What follows belongs to an exercise in optimizing a design on an open flow for small area, a short achievable clock period and few clock cycles; a production flow would make more cautious choices. Only simulation tests tie the RTL to the original design; equivalence was not proved.

==> v16 <==
## cvu
module cvu (
    input  wire        clk,
    input  wire        rst,       
    input  wire        req,
    input  wire        we,
    input  wire [3:0]  addr,      
    input  wire [31:0] wdata,
    output wire        ready,
    output reg         rvalid,
    output reg  [31:0] rdata
);
    localparam A_CFG      = 4'd0;
    localparam A_CTRL     = 4'd1;
    localparam A_POLY_LO  = 4'd2;
    localparam A_POLY_HI  = 4'd3;
    localparam A_INIT_LO  = 4'd4;
    localparam A_INIT_HI  = 4'd5;
    localparam A_VALUE_LO = 4'd6;
    localparam A_VALUE_HI = 4'd7;
    localparam A_RES_LO   = 4'd8;
    localparam A_RES_HI   = 4'd9;
    localparam A_DATA8    = 4'd10;
    localparam A_DATA16   = 4'd11;
    localparam A_DATA32   = 4'd12;
    integer i, j;
    reg  [5:0]  width;            
    reg         refin, refout, finv, mode;
    reg  [63:0] poly, init_v;     
    reg  [63:0] pa;               
    reg  [63:0] va;               
    reg  [5:0]  va_sh;
    reg         canon;            
    reg         va_sh0;           
    reg  [31:0] minv;             
    reg  [1:0]  bc;               
    reg         boot;             
    reg  [31:0] poly_lo_hold, init_lo_hold, value_lo_hold;
    reg         plh_ok, ilh_ok, vlh_ok;
    reg  [31:0] poly_hi_latch, init_hi_latch, value_hi_latch, res_hi_latch;
    reg         phl_ok, ihl_ok, vhl_ok, rhl_ok;
    reg         poly_ok, init_ok;
    reg         s_v;
    reg  [3:0]  s_a;
    reg  [31:0] s_d;              
  ...
clock: 24.0 ns
lec_check: 0
cap_margin: 30
core_margin: 2
core_utilization: 30
place_density: 0.5
slew_margin: 30
standard.sh (not shown) runs the stock make flow with config.mk's settings and CLKGATE_MAP_FILE= SYNTH_SCRIPT=/design/flow/synth_recipe.tcl, a recipe that flattens the netlist after the stock synthesis.
==> flow/flow/run.sh <==
#!/bin/bash
# Standard ORFS layout with two changes to how it is made (constraints are
# unchanged): the port buffers are buf_4 rather than the flow's default pick,
# and the repair_timing after CTS works towards a setup slack of
# SETUP_SLACK_MARGIN instead of 0.  Global and detailed routing then run as
# standard.
set -euo pipefail
PORTS="BUFFER_PORTS_ARGS=-buffer_cell sky130_fd_sc_hd__buf_4"
bash standard.sh "$PORTS" SETUP_SLACK_MARGIN=18 cts > orfs_make_cts.log 2>&1
bash standard.sh "$PORTS" finish > orfs_make_finish.log 2>&1
==> v20 (differences from v16) <==
--- a/flow/design.v
+++ b/flow/design.v
@@ -79,28 +79,28 @@
     end
     wire [63:0] hi_val = {s_d, lo_hold} & mask;
     reg  [63:0] va_rev;
     always @* begin
         for (i = 0; i < 64; i = i + 1)
             va_rev[i] = va[63 - i];
     end
-    reg         l_va, l_rev_in, l_poly, l_init;
-    reg  [5:0]  l_amt;
     reg  [63:0] l_in;
+    reg  [5:0]  l_amt;
     always @* begin
-        if (l_va)
-            l_in = va;
-        else if (l_rev_in)
-            l_in = va_rev;
-        else if (l_poly)
-            l_in = poly_ok ? poly : 64'd0;
-        else if (l_init)
-            l_in = init_ok ? init_v : 64'd0;
-        else
-            l_in = hi_val;
+        if (conv_l) begin
+            l_in = va;           l_amt = va_want;
+        end else if (conv || s_rd) begin
+            l_in = va_rev;       l_amt = va_sh;       
+        end else if (s_cfg) begin
+            l_in = poly_ok ? poly : 64'd0;   l_amt = ~s_d[5:0];
+        end else if (s_ctrl) begin
+            l_in = init_ok ? init_v : 64'd0; l_amt = va_want;
+        end else begin
+            l_in = hi_val;       l_amt = s_phi ? ~width : va_want;
+        end
     end
     wire [63:0] l_out = l_in << l_amt;
     reg  [63:0] l_rev;
     always @* begin
         for (i = 0; i < 64; i = i + 1)
             l_rev[i] = l_out[63 - i];
     end
@@ -228,45 +228,27 @@
     wire [5:0] va_want_n = mode_n ? 6'd0 : ~width_n;
     wire       canon_n  = va_sh_n == va_want_n;
     wire [1:0] bc_n     = (w_cfg || w_phi) ? 2'd3 : boot ? bc - 2'd1 : 2'd0;
     wire       boot_n   = w_cfg || w_phi || bc[1];
     wire       feed_blk_n = !canon_n || (!mode_n && boot_n);
     wire       res_blk_n  = !canon_n && !mode_n && refout_n;
     wire       stay     = s_v && !exec;
-    wire       reflect_n = !mode_n && refout_n;
     wire       in_feed = we && (addr == A_DATA8 || addr == A_DATA16 || addr == A_DATA32);
     wire       in_res  = !we && addr == A_RES_LO;
     reg  [31:0] in_bits, in_d;
     always @* begin
         for (i = 0; i < 32; i = i + 1)
             in_bits[i] = (refin_n || mode_n) ? wdata[i] : wdata[(i & ~7) + 7 - (i & 7)];
         case (addr)
             A_DATA8:  in_d = {in_bits[7:0], 24'd0};
             A_DATA16: in_d = {in_bits[15:0], 16'd0};
             A_DATA32: in_d = in_bits;
             default:  in_d = wdata;
         endcase
     end
-    wire       nf_rd   = acc ? !we : s_rd;
-    wire       nf_cfg  = acc ? (we && addr == A_CFG) : s_cfg;
-    wire       nf_ctrl = acc ? (we && addr == A_CTRL && wdata[0]) : s_ctrl;
-    wire       nf_phi  = acc ? (we && addr == A_POLY_HI) : s_phi;
-    wire       nf_feed = acc ? in_feed : s_feed;
-    wire       nf_res  = acc ? in_res : s_res;
-    wire [5:0] nd_w    = acc ? in_d[5:0] : s_d[5:0];
-    wire       conv_nx  = (nf_feed || (nf_res && reflect_n)) && !canon_n;
-    wire       convl_nx = conv_nx && va_sh_n == 6'd0;
-    wire       l_va_n   = convl_nx;
-    wire       l_rev_n  = !convl_nx && (conv_nx || nf_rd);
-    wire       l_poly_n = !conv_nx && !nf_rd && nf_cfg;
-    wire       l_init_n = !conv_nx && !nf_rd && !nf_cfg && nf_ctrl;
-    wire [5:0] l_amt_n  = convl_nx ? va_want_n
-                        : (conv_nx || nf_rd) ? va_sh_n
-                        : nf_cfg ? ~nd_w
-                        : nf_phi ? ~width_n : va_want_n;
     wire [31:0] minv_start = {25'd0, l_out[63] ^ l_out[61], 1'b0,
                               l_out[63] ^ l_out[62], 1'b0, l_out[63], 1'b0, 1'b1};
     always @(posedge clk) begin
         if (acc) begin
             s_a    <= addr;
             s_d    <= in_d;
             s_feed <= in_feed;
@@ -294,19 +276,14 @@
             poly_ok       <= 1'b0;
             init_ok       <= 1'b0;
             pa            <= 64'd0;
             va            <= 64'd0;
             va_sh         <= 6'd32;
             canon         <= 1'b1;
             va_sh0        <= 1'b0;
-            l_va          <= 1'b0;
-            l_rev_in      <= 1'b0;
-            l_poly        <= 1'b0;
-            l_init        <= 1'b0;
-            l_amt         <= 6'd0;
             minv          <= 32'd1;
             bc            <= 2'd0;
             boot          <= 1'b0;
             plh_ok        <= 1'b0;
             ilh_ok        <= 1'b0;
             vlh_ok        <= 1'b0;
             s_v           <= 1'b0;
@@ -319,19 +296,14 @@
             ready_r <= !((((acc && in_feed) || (stay && s_feed)) && feed_blk_n)
                       || (((acc && in_res) || (stay && !s_feed)) && res_blk_n));
             bc    <= bc_n;
             boot  <= boot_n;
             va_sh <= va_sh_n;
             canon <= canon_n;
             va_sh0 <= va_sh_n == 6'd0;
-            l_va     <= l_va_n;
-            l_rev_in <= l_rev_n;
-            l_poly   <= l_poly_n;
-            l_init   <= l_init_n;
-            l_amt    <= l_amt_n;
             if (w_cfg || w_phi)
                 minv <= minv_start;
             else if (bc == 2'd1)
                 minv <= prod;
             else if (boot)
                 minv <= prod_sq;
             if (w_cfg) begin
==> flow_metrics.env <==
export IMPL_fin_hold_ws_ps=474
export IMPL_clock_sinks=636
export IMPL_row_count=172
export IMPL_power_frac_comb=0.415
export IMPL_wire_per_inst_um=37.2
export IMPL_skew_ps=74.1
export IMPL_outcome="complete, no violations"
export IMPL_critPathMaxStageDelay_ps=640
export IMPL_final_area_um2=75500
(the above is from v16)
==> flow_metrics.env <==
export IMPL_route_antenna_remaining_nets=0
export IMPL_gp_congestion=1.08
export IMPL_finalHoldViolCount=0
export IMPL_power_frac_comb=0.742
export IMPL_synthesis_area_um2=66800
export IMPL_cts_root_buf="clkbuf_16"
export IMPL_row_count=173
export IMPL_seq_share=0.224
export IMPL_num_vias=69900
export IMPL_outcome="complete, no violations"
export IMPL_critPathMaxStageDelay_ps=890
export IMPL_wire_per_inst_um=35.1
export IMPL_largest_cell_class="multi-input combinational cells"
export IMPL_fin_hold_ws_ps=447
export IMPL_cp_num_buf_inv=1
(the above is from v20)
Testbench counts of v16, summed over its fixed seeds: cycles 3,538.
Testbench counts of v20, summed over its fixed seeds: cycles 3,538.

[re-timing with driven ports]
In the flow no input, the clock included, has a driving cell. The finished layouts below were timed again as built, in two steps. Step 1 (the two cells are an assumption about what drives the block):
set clk [get_ports {clk}]
set_driving_cell -lib_cell sky130_fd_sc_hd__clkbuf_16 $clk
set_driving_cell -lib_cell sky130_fd_sc_hd__buf_2 [delete_from_list [all_inputs] $clk]
Step 2 adds t to the input delays and takes it off the output delays; t is the mean of the earliest and latest rising clock arrival at the registers after step 1. Input paths then give back, and output paths get back, about the clock's delay inside the block. Three values: no drivers, after step 1, after step 2; two values: the first two.
run | shift t [ns] | slack for setup (ns) | worst slew at a driven data input, ns
v16 | 0.800 | 17.568 / 17.568 / 17.064 | 0.12
v20 | 0.801 | 17.262 / 17.262 / 17.195 | 0.22
After both steps every run listed still meets setup and hold. The setup slack of v16, which loses most, moves by 0.000 ns with the drivers and by -0.504 ns with both steps.
